Context: an optimization exercise on an open-source flow, tuned for small area, a short achievable clock period and few clock cycles per item. The choices shown serve that exercise and are no tape-out recipe.
In this exercise RTL edits were held to simulation tests only and were not proved equivalent to the original.

**config.mk**
```make
export PLATFORM = sky130hd
export DESIGN_NAME = seal_engine
export DESIGN_NICKNAME = seal_engine
export VERILOG_FILES = /design/flow/design.v
export SDC_FILE = /design/flow/constraint.sdc
export NUM_CORES = 4
export LEC_CHECK = 0
export CAP_MARGIN = 20
export CORE_MARGIN = 2
export CORE_UTILIZATION = 40
export SLEW_MARGIN = 20
```
**constraint.sdc**
```tcl
create_clock -name core_clock -period 11.0 [get_ports {clk}]
set_input_delay 2.2000 -clock core_clock [delete_from_list [all_inputs] [get_ports {clk}]]
set_output_delay 2.2000 -clock core_clock [all_outputs]
set_load 0.01 [all_outputs]
```
**design.v**
```verilog
module seal_sbox (
    input  wire [7:0] a,
    output wire [7:0] y
);
    function [3:0] gf16_mul;
        input [3:0] p;
        input [3:0] q;
        reg [6:0] r;
        begin
            r = ({3'b0, p} & {7{q[0]}}) ^ ({2'b0, p, 1'b0} & {7{q[1]}})
              ^ ({1'b0, p, 2'b0} & {7{q[2]}}) ^ ({p, 3'b0} & {7{q[3]}});
            if (r[6]) r = r ^ 7'b1001100;
            if (r[5]) r = r ^ 7'b0100110;
            if (r[4]) r = r ^ 7'b0010011;
            gf16_mul = r[3:0];
        end
    endfunction
    function [3:0] gf16_inv;
        input [3:0] p;
        begin
            case (p)
                4'd0: gf16_inv = 4'd0;
                4'd1: gf16_inv = 4'd1;
                4'd2: gf16_inv = 4'd9;
                4'd3: gf16_inv = 4'd14;
                4'd4: gf16_inv = 4'd13;
                4'd5: gf16_inv = 4'd11;
                4'd6: gf16_inv = 4'd7;
                4'd7: gf16_inv = 4'd6;
                4'd8: gf16_inv = 4'd15;
                4'd9: gf16_inv = 4'd2;
                4'd10: gf16_inv = 4'd12;
                4'd11: gf16_inv = 4'd5;
                4'd12: gf16_inv = 4'd10;
                4'd13: gf16_inv = 4'd4;
                4'd14: gf16_inv = 4'd3;
                4'd15: gf16_inv = 4'd8;
                default: gf16_inv = 4'd0;
            endcase
        end
    endfunction
    wire [7:0] m;
    assign m[0] = a[0] ^ a[5] ^ a[7];
    assign m[1] = a[2];
    assign m[2] = a[2] ^ a[3] ^ a[4] ^ a[5] ^ a[6] ^ a[7];
    assign m[3] = a[3] ^ a[4];
    assign m[4] = a[4] ^ a[5] ^ a[6];
    assign m[5] = a[1] ^ a[4] ^ a[6] ^ a[7];
    assign m[6] = a[2] ^ a[3] ^ a[5] ^ a[7];
    assign m[7] = a[5] ^ a[7];
    wire [3:0] ah = m[7:4];
    wire [3:0] al = m[3:0];
    wire [3:0] d  = gf16_mul(gf16_mul(ah, ah), 4'd8) ^ gf16_mul(ah, al) ^ gf16_mul(al, al);
    wire [3:0] di = gf16_inv(d);
    wire [7:0] t  = {gf16_mul(ah, di), gf16_mul(ah ^ al, di)};
    assign y[0] = t[0] ^ t[2] ^ t[6] ^ 1'b1;
    assign y[1] = t[0] ^ t[1] ^ t[2] ^ t[3] ^ t[4] ^ t[5] ^ 1'b1;
    assign y[2] = t[0] ^ t[3] ^ t[5] ^ t[6];
    assign y[3] = t[0] ^ t[2] ^ t[5];
    assign y[4] = t[0] ^ t[1] ^ t[3] ^ t[4] ^ t[5];
    assign y[5] = t[1] ^ t[2] ^ t[3] ^ t[5] ^ t[6] ^ t[7] ^ 1'b1;
    assign y[6] = t[4] ^ t[6] ^ t[7] ^ 1'b1;
    assign y[7] = t[1] ^ t[2];
endmodule
module seal_engine (
    input  wire         clk,
    input  wire         rst,
    input  wire         in_valid,
    output wire         in_ready,
    input  wire [127:0] in_key,
    input  wire [16:0]  in_line,
    input  wire [255:0] in_data,
    output reg          out_valid,
    output reg  [255:0] out_data
);
    reg         busy;
    reg [1:0]   phase;       
    reg [3:0]   round;       
    reg [127:0] key_r;
    reg [16:0]  line_r;
    reg [255:0] data_r;
    reg [127:0] tw0, tw1;
    reg [127:0] state;
    reg [127:0] rk;
    reg [7:0]   rcon;
    assign in_ready = !busy;
    reg [127:0] blk_in;
    always @(*) begin
        case (phase)
            2'd0:    blk_in = {110'b0, 1'b0, line_r};
            2'd1:    blk_in = {110'b0, 1'b1, line_r};
            2'd2:    blk_in = data_r[255:128] ^ tw0;
            default: blk_in = data_r[127:0] ^ tw1;
        endcase
    end
    wire [31:0] w0 = rk[127:96];
    wire [31:0] w1 = rk[95:64];
    wire [31:0] w2 = rk[63:32];
    wire [31:0] w3 = rk[31:0];
    wire [31:0] rot = {w3[23:0], w3[31:24]};
    wire [31:0] sub_rot;
    genvar gi;
    generate
        for (gi = 0; gi < 4; gi = gi + 1) begin : g_ksbox
            seal_sbox u_sbox (.a(rot[8*gi +: 8]), .y(sub_rot[8*gi +: 8]));
        end
    endgenerate
    wire [31:0] n0 = w0 ^ sub_rot ^ {rcon, 24'h0};
    wire [31:0] n1 = w1 ^ n0;
    wire [31:0] n2 = w2 ^ n1;
    wire [31:0] n3 = w3 ^ n2;
    wire [127:0] rk_next = {n0, n1, n2, n3};
    wire [127:0] sb;
    generate
        for (gi = 0; gi < 16; gi = gi + 1) begin : g_sbox
            seal_sbox u_sbox (.a(state[127-8*gi -: 8]), .y(sb[127-8*gi -: 8]));
        end
    endgenerate
    wire [127:0] sr;
    generate
        for (gi = 0; gi < 16; gi = gi + 1) begin : g_shift
            localparam integer R = gi % 4;
            localparam integer C = gi / 4;
            localparam integer SRC = R + 4 * ((C + R) % 4);
            assign sr[127-8*gi -: 8] = sb[127-8*SRC -: 8];
        end
    endgenerate
    function [7:0] xtime;
        input [7:0] a;
        xtime = {a[6:0], 1'b0} ^ (a[7] ? 8'h1b : 8'h00);
    endfunction
    wire [127:0] mc;
    generate
        for (gi = 0; gi < 4; gi = gi + 1) begin : g_mix
            wire [7:0] a0 = sr[127-32*gi -: 8];
            wire [7:0] a1 = sr[119-32*gi -: 8];
            wire [7:0] a2 = sr[111-32*gi -: 8];
            wire [7:0] a3 = sr[103-32*gi -: 8];
            wire [7:0] x0 = xtime(a0);
            wire [7:0] x1 = xtime(a1);
            wire [7:0] x2 = xtime(a2);
            wire [7:0] x3 = xtime(a3);
            assign mc[127-32*gi -: 8] = x0 ^ x1 ^ a1 ^ a2 ^ a3;
            assign mc[119-32*gi -: 8] = a0 ^ x1 ^ x2 ^ a2 ^ a3;
            assign mc[111-32*gi -: 8] = a0 ^ a1 ^ x2 ^ x3 ^ a3;
            assign mc[103-32*gi -: 8] = x0 ^ a0 ^ a1 ^ a2 ^ x3;
        end
    endgenerate
    wire         last_round = (round == 4'd10);
    wire [127:0] round_out  = (last_round ? sr : mc) ^ rk_next;
    always @(posedge clk) begin
        if (rst) begin
            busy      <= 1'b0;
            phase     <= 2'd0;
            round     <= 4'd0;
            out_valid <= 1'b0;
        end else begin
            out_valid <= 1'b0;
            if (!busy) begin
                if (in_valid) begin
                    busy   <= 1'b1;
                    phase  <= 2'd0;
                    round  <= 4'd0;
                    key_r  <= in_key;
                    line_r <= in_line;
                    data_r <= in_data;
                end
            end else if (round == 4'd0) begin
                state <= blk_in ^ key_r;
                rk    <= key_r;
                rcon  <= 8'h01;
                round <= 4'd1;
            end else begin
                state <= round_out;
                rk    <= rk_next;
                rcon  <= xtime(rcon);
                if (last_round) begin
                    round <= 4'd0;
                    phase <= phase + 2'd1;
                    case (phase)
                        2'd0: tw0 <= round_out;
                        2'd1: tw1 <= round_out;
                        2'd2: out_data[255:128] <= round_out ^ tw0;
                        default: begin
                            out_data[127:0] <= round_out ^ tw1;
                            out_valid       <= 1'b1;
                            busy            <= 1'b0;
                        end
                    endcase
                end else begin
                    round <= round + 4'd1;
                end
            end
        end
    end
endmodule
```
**run.sh**
```bash
#!/bin/bash
# synth_recipe.tcl (not shown) runs the flow's synth.tcl, then flattens the netlist and writes it again
# the make line also repeats each setting of config.mk as NAME=value (left out here)
make -C /OpenROAD-flow-scripts/flow DESIGN_CONFIG=/design/flow/config.mk WORK_HOME=/design/flow/orfs CLKGATE_MAP_FILE= SYNTH_SCRIPT=/design/flow/synth_recipe.tcl finish
```
==> run notes <==
## critical path, delay by kind of cell (launching register included)
| family | cells | cell delay [ns] |
|---|---|---|
| adder cells (fa/ha/maj) | 2 | 0.60 |
| AND/OR/NAND/NOR | 1 | 0.15 |
| buffers and inverters | 1 | 0.23 |
| XOR/XNOR | 16 | 6.47 |
| AO/OA/AOI/OAI | 1 | 0.27 |
| multiplexers | 2 | 1.00 |
| flip-flops | 1 | 0.60 |
## cells in the final DEF, fill, tap and decap left out, types with 38 or more instances in the layout
cell	count
xor2_1	933
edfxtp_1	1177
mux2i_1	177
a211oi_1	39
clkbuf_16	141
nand2_1	684
xnor2_1	1330
and2_1	55
clkdlybuf4s50_1	661
xnor3_1	280
buf_4	66
nand3_1	113
a21oi_1	262
a22oi_1	139
nor3_1	63
o211ai_1	65
nor2_1	462
o21ai_0	218
and3_1	38
ha_1	219
inv_1	243
a21o_1	39
mux2_2	82
nand2b_1	68
xor3_1	65
xnor2_2	59
## path summary, 6_finish.rpt
check	start	endpoint	slack, ns
max reg2reg	rk[31]	state[4]	1.38
min reg2reg	key_r[125]	rk[125]	0.57
max	rk[31]	state[4]	1.38
min	key_r[125]	rk[125]	0.57
## registers in the layout, indices dropped and copies added, names as in the netlist
name / flops
phase: 2
data_r: 256
busy: 1
tw1: 128
key_r: 128
out_valid: 1
state: 128
round: 4
line_r: 17
rk: 128
tw0: 128
rcon: 8
out_data: 256
## routing by layer
metal  GRT usage, %  share of wire, %  vias up
met5              0             0.061        -
met4           8.34               3.2       26
met3           4.08               6.8      334
met2           39.7                45     2195
met1           35.2                45    30748
li1               -                 -    28308
## per-stage QoR
step | hold WS, ns | utilization (%)
3_3_place_gp | 0.558 | 44.6
4_1_cts | 0.579 | 46.7
2_1_floorplan | 0.503 | -
3_5_place_dp | 0.566 | 44.6
5_1_grt | 0.612 | 46.8
6_report | 0.573 | 46.8
## area by class of cell
| type | count | area (um^2) |
|---|---|---|
| inverter | 261 | 980 |
| antenna | 18 | 45.0 |
| clock buffer | 168 | 3630 |
| tap | 2958 | 3700 |
| timing repair buffer | 732 | 7210 |
| multi-input combinational | 6030 | 50700 |
| clock inverter | 85 | 1020 |
| sequential | 1185 | 35500 |
| fill | 20124 | 117000 |
## cells in the mapped netlist, types with 33 or more instances
| cell type | count |
|---|---|
| xnor2_1 | 1341 |
| edfxtp_1 | 1177 |
| xor2_1 | 933 |
| nand2_1 | 684 |
| nor2_1 | 463 |
| xnor3_1 | 280 |
| a21oi_1 | 262 |
| inv_1 | 243 |
| ha_1 | 220 |
| o21ai_0 | 218 |
| clkbuf_1 | 191 |
| mux2i_1 | 178 |
| a22oi_1 | 139 |
| nand3_1 | 113 |
| buf_2 | 109 |
| mux2_2 | 82 |
| nand2b_1 | 68 |
| o211ai_1 | 65 |
| xor3_1 | 65 |
| nor3_1 | 63 |
| and2_1 | 55 |
| xnor2_2 | 48 |
| and3_1 | 42 |
| a211oi_1 | 39 |
| a21o_1 | 39 |
| or2_2 | 37 |
| nor2b_1 | 33 |
## cells by family (layout without fill, tap and decap cells)
kind of cell,Yosys count,after routing
xor gates and xnor gates,2711,2711
and+or+nand+nor,1720,1720
DFF,1185,1185
AOI/OAI and AO/OA,1068,1068
buffers and inverters,592,1246
muxes,279,279
adders and majority gates,252,252
other,0,18
==> summary.txt <==
Outcome
  – Run status: complete, no violations

Synthesis
  – Share of the synthesized area in the top cell type: 40.0%
  – Compound-gate portion of the synthesized area: 7.95%
  – Yosys cell types: 109
  – Async SR Flop Fraction: 0%
  – Post-synth EDFFs: 1177
  – Cells after Synth: 7807
  – Mean Syn Cell Area: 11.3 um^2
  – Part of the Yosys area used for sequential elements: 40.1%
  – Simple-Gate Fraction of Synth Area: 8.86%
  – Mapped cell area: 88400 um^2
  – Mux cell area share after synthesis: 3.51%
  – Post-Synth XOR/XNOR Area: 33.3%
  – Syn_nets: 8431
  – Cell taking the most area after synthesis: edfxtp_1
  – Most used DFF post-synth: edfxtp_1
  – Synth Area in Adders: 3.48%
  – Ys Warns: 2
  – Synthesis-stage register bit count: 1185
  – Top cells by area, synth: edfxtp_1 40%, xnor2_1 13%, xor2_1 9.2%
  – Main combinational cell family by area after synthesis: XOR/XNOR gates

Place
  – DP Worst Slack: 1.36 ns
  – Gpl congestion: 0.940
  – HPWL Detailed: 222 mm
  – Port Buf Inserts: 661
  – Cell Area, Placed: 98000 um^2
  – Inst Count DP: 11166

Timing
  – RSZ-0062 raised after global routing: no
  – Worst-Margin Slew: 1.26 ns
  – Post-route setup slack: 1.38 ns
  – Setup-failing EPs final: 0
  – Post-route minimum period: 9.62 ns
  – Final period util: 87.5%
  – Setup Skew: 0.0559 ns
  – Setup TNS Final: 0 ns
  – Fmax: 104 MHz
  – Final Max Tran Viols: 0
  – Final hold vios: 0
  – Slew HR: 15.4%

Clock network
  – H-tree levels: 4
  – TritonCTS sink count: 1185
  – Hold Buf Count CTS: 0
  – Worst-skew pair later-pin latency: 0.84 ns
  – CTS tree: built
  – Reg clk slew, reported paths: 0.06 ns
  – Post-cts gate resize count: 0
  – Setup bufs post-CTS: 0
  – TritonCTS Buffers: 140
  – Root Driver: clkbuf_16
  – Buffer levels on the longest clock path: 3

GRT
  – Number of global-route vias before repair: 60256
  – First-pass GRT wire length: 417 mm
  – Total GRT Usage: 25.2%
  – Total gr overflow: 0
  – Largest net degree at the start of global routing: 146
  – Number of antenna violations at the first check in global routing: 34

Critical path
  – Critical Path Start Type: flip-flop
  – CP most frequent cell: xnor2_1
  – Arr. time, crit path: 10.14 ns
  – Critical path class: flip-flop to flip-flop
  – Crit path largest cell delay: 0.87 ns
  – Worst r2r path cells: 23
  – Max stage delay cell, worst path: xnor2_1
  – Crit end category: flip-flop
  – Cell Chain, Critical Path: xnor2_1, inv_2, xnor2_1, xor2_1, ha_1, xnor2_1, xnor3_1, xor2_1, xor2_1, ha_1, mux2_2, mux2i_1, nand2_1, xnor2_1, xnor3_1, xnor3_1, xnor2_1, xnor2_1, xor2_1, xnor2_1, xor2_1, xor2_1, o21ai_0
  – WP data required: 11.52 ns
  – Worst-path fanout max: 12

Route
  – Initial drt markers: 5834
  – Avg Vias per Cell: 5.39
  – Post-DRT Antenna Nets: 0
  – Total iterations of the first detailed-routing run: 6
  – Drt drc: 0
  – Detailed-route via count: 61611
  – Total Wirelength: 291 mm
  – Wirelength per Cell: 25.5 um

Floorplanning
  – I/O pin count: 662
  – Die area: 225000 um^2
  – Row count: 172
  – Core area: 220000 um^2
  – Die width: 474 um
  – Initial Util: 40.3%
  – Die Ht: 474 um

Final layout
  – Synthesis-to-finish area growth: 16.2%
  – Fin area: 103000 um^2
  – Final Non-Filler Cells: 11437
  – Nets: 8974
  – Share of layout cells above drive strength 1: 6.93%

Min path
  – Hold path depth: 2
  – Worst hold path type: flip-flop to flip-flop

Job
  – Maxcap violations: 0
Testbench counts, summed over its fixed seeds: cycles 17,280, lines 384.

[what the ideal ports hide]
In the flow no input, the clock included, has a driving cell. The finished layout below was timed again as built, in two steps. Step 1 assumes that a clkbuf_16 drives the clock port and a buf_2 every other input. Step 2, shift: input delay + t, output delay - t, t = (earliest + latest rising clock arrival at the registers) / 2. This alone moves slack from input paths to output paths. Three values: ideal ports, drivers, drivers and shift; two values: the first two.
t (ns): 0.899
setup WS [ns]: 1.380 / 1.380 / 1.380
slew at the worst register clock pin (ns): 0.07 / 0.07
worst slew at a driven data input, ns: 0.27
pins driven straight from the clock port: 1
After both steps this run still meets setup and hold. The setup slack of this run moves by 0.000 ns with the drivers and by 0.000 ns with both steps.
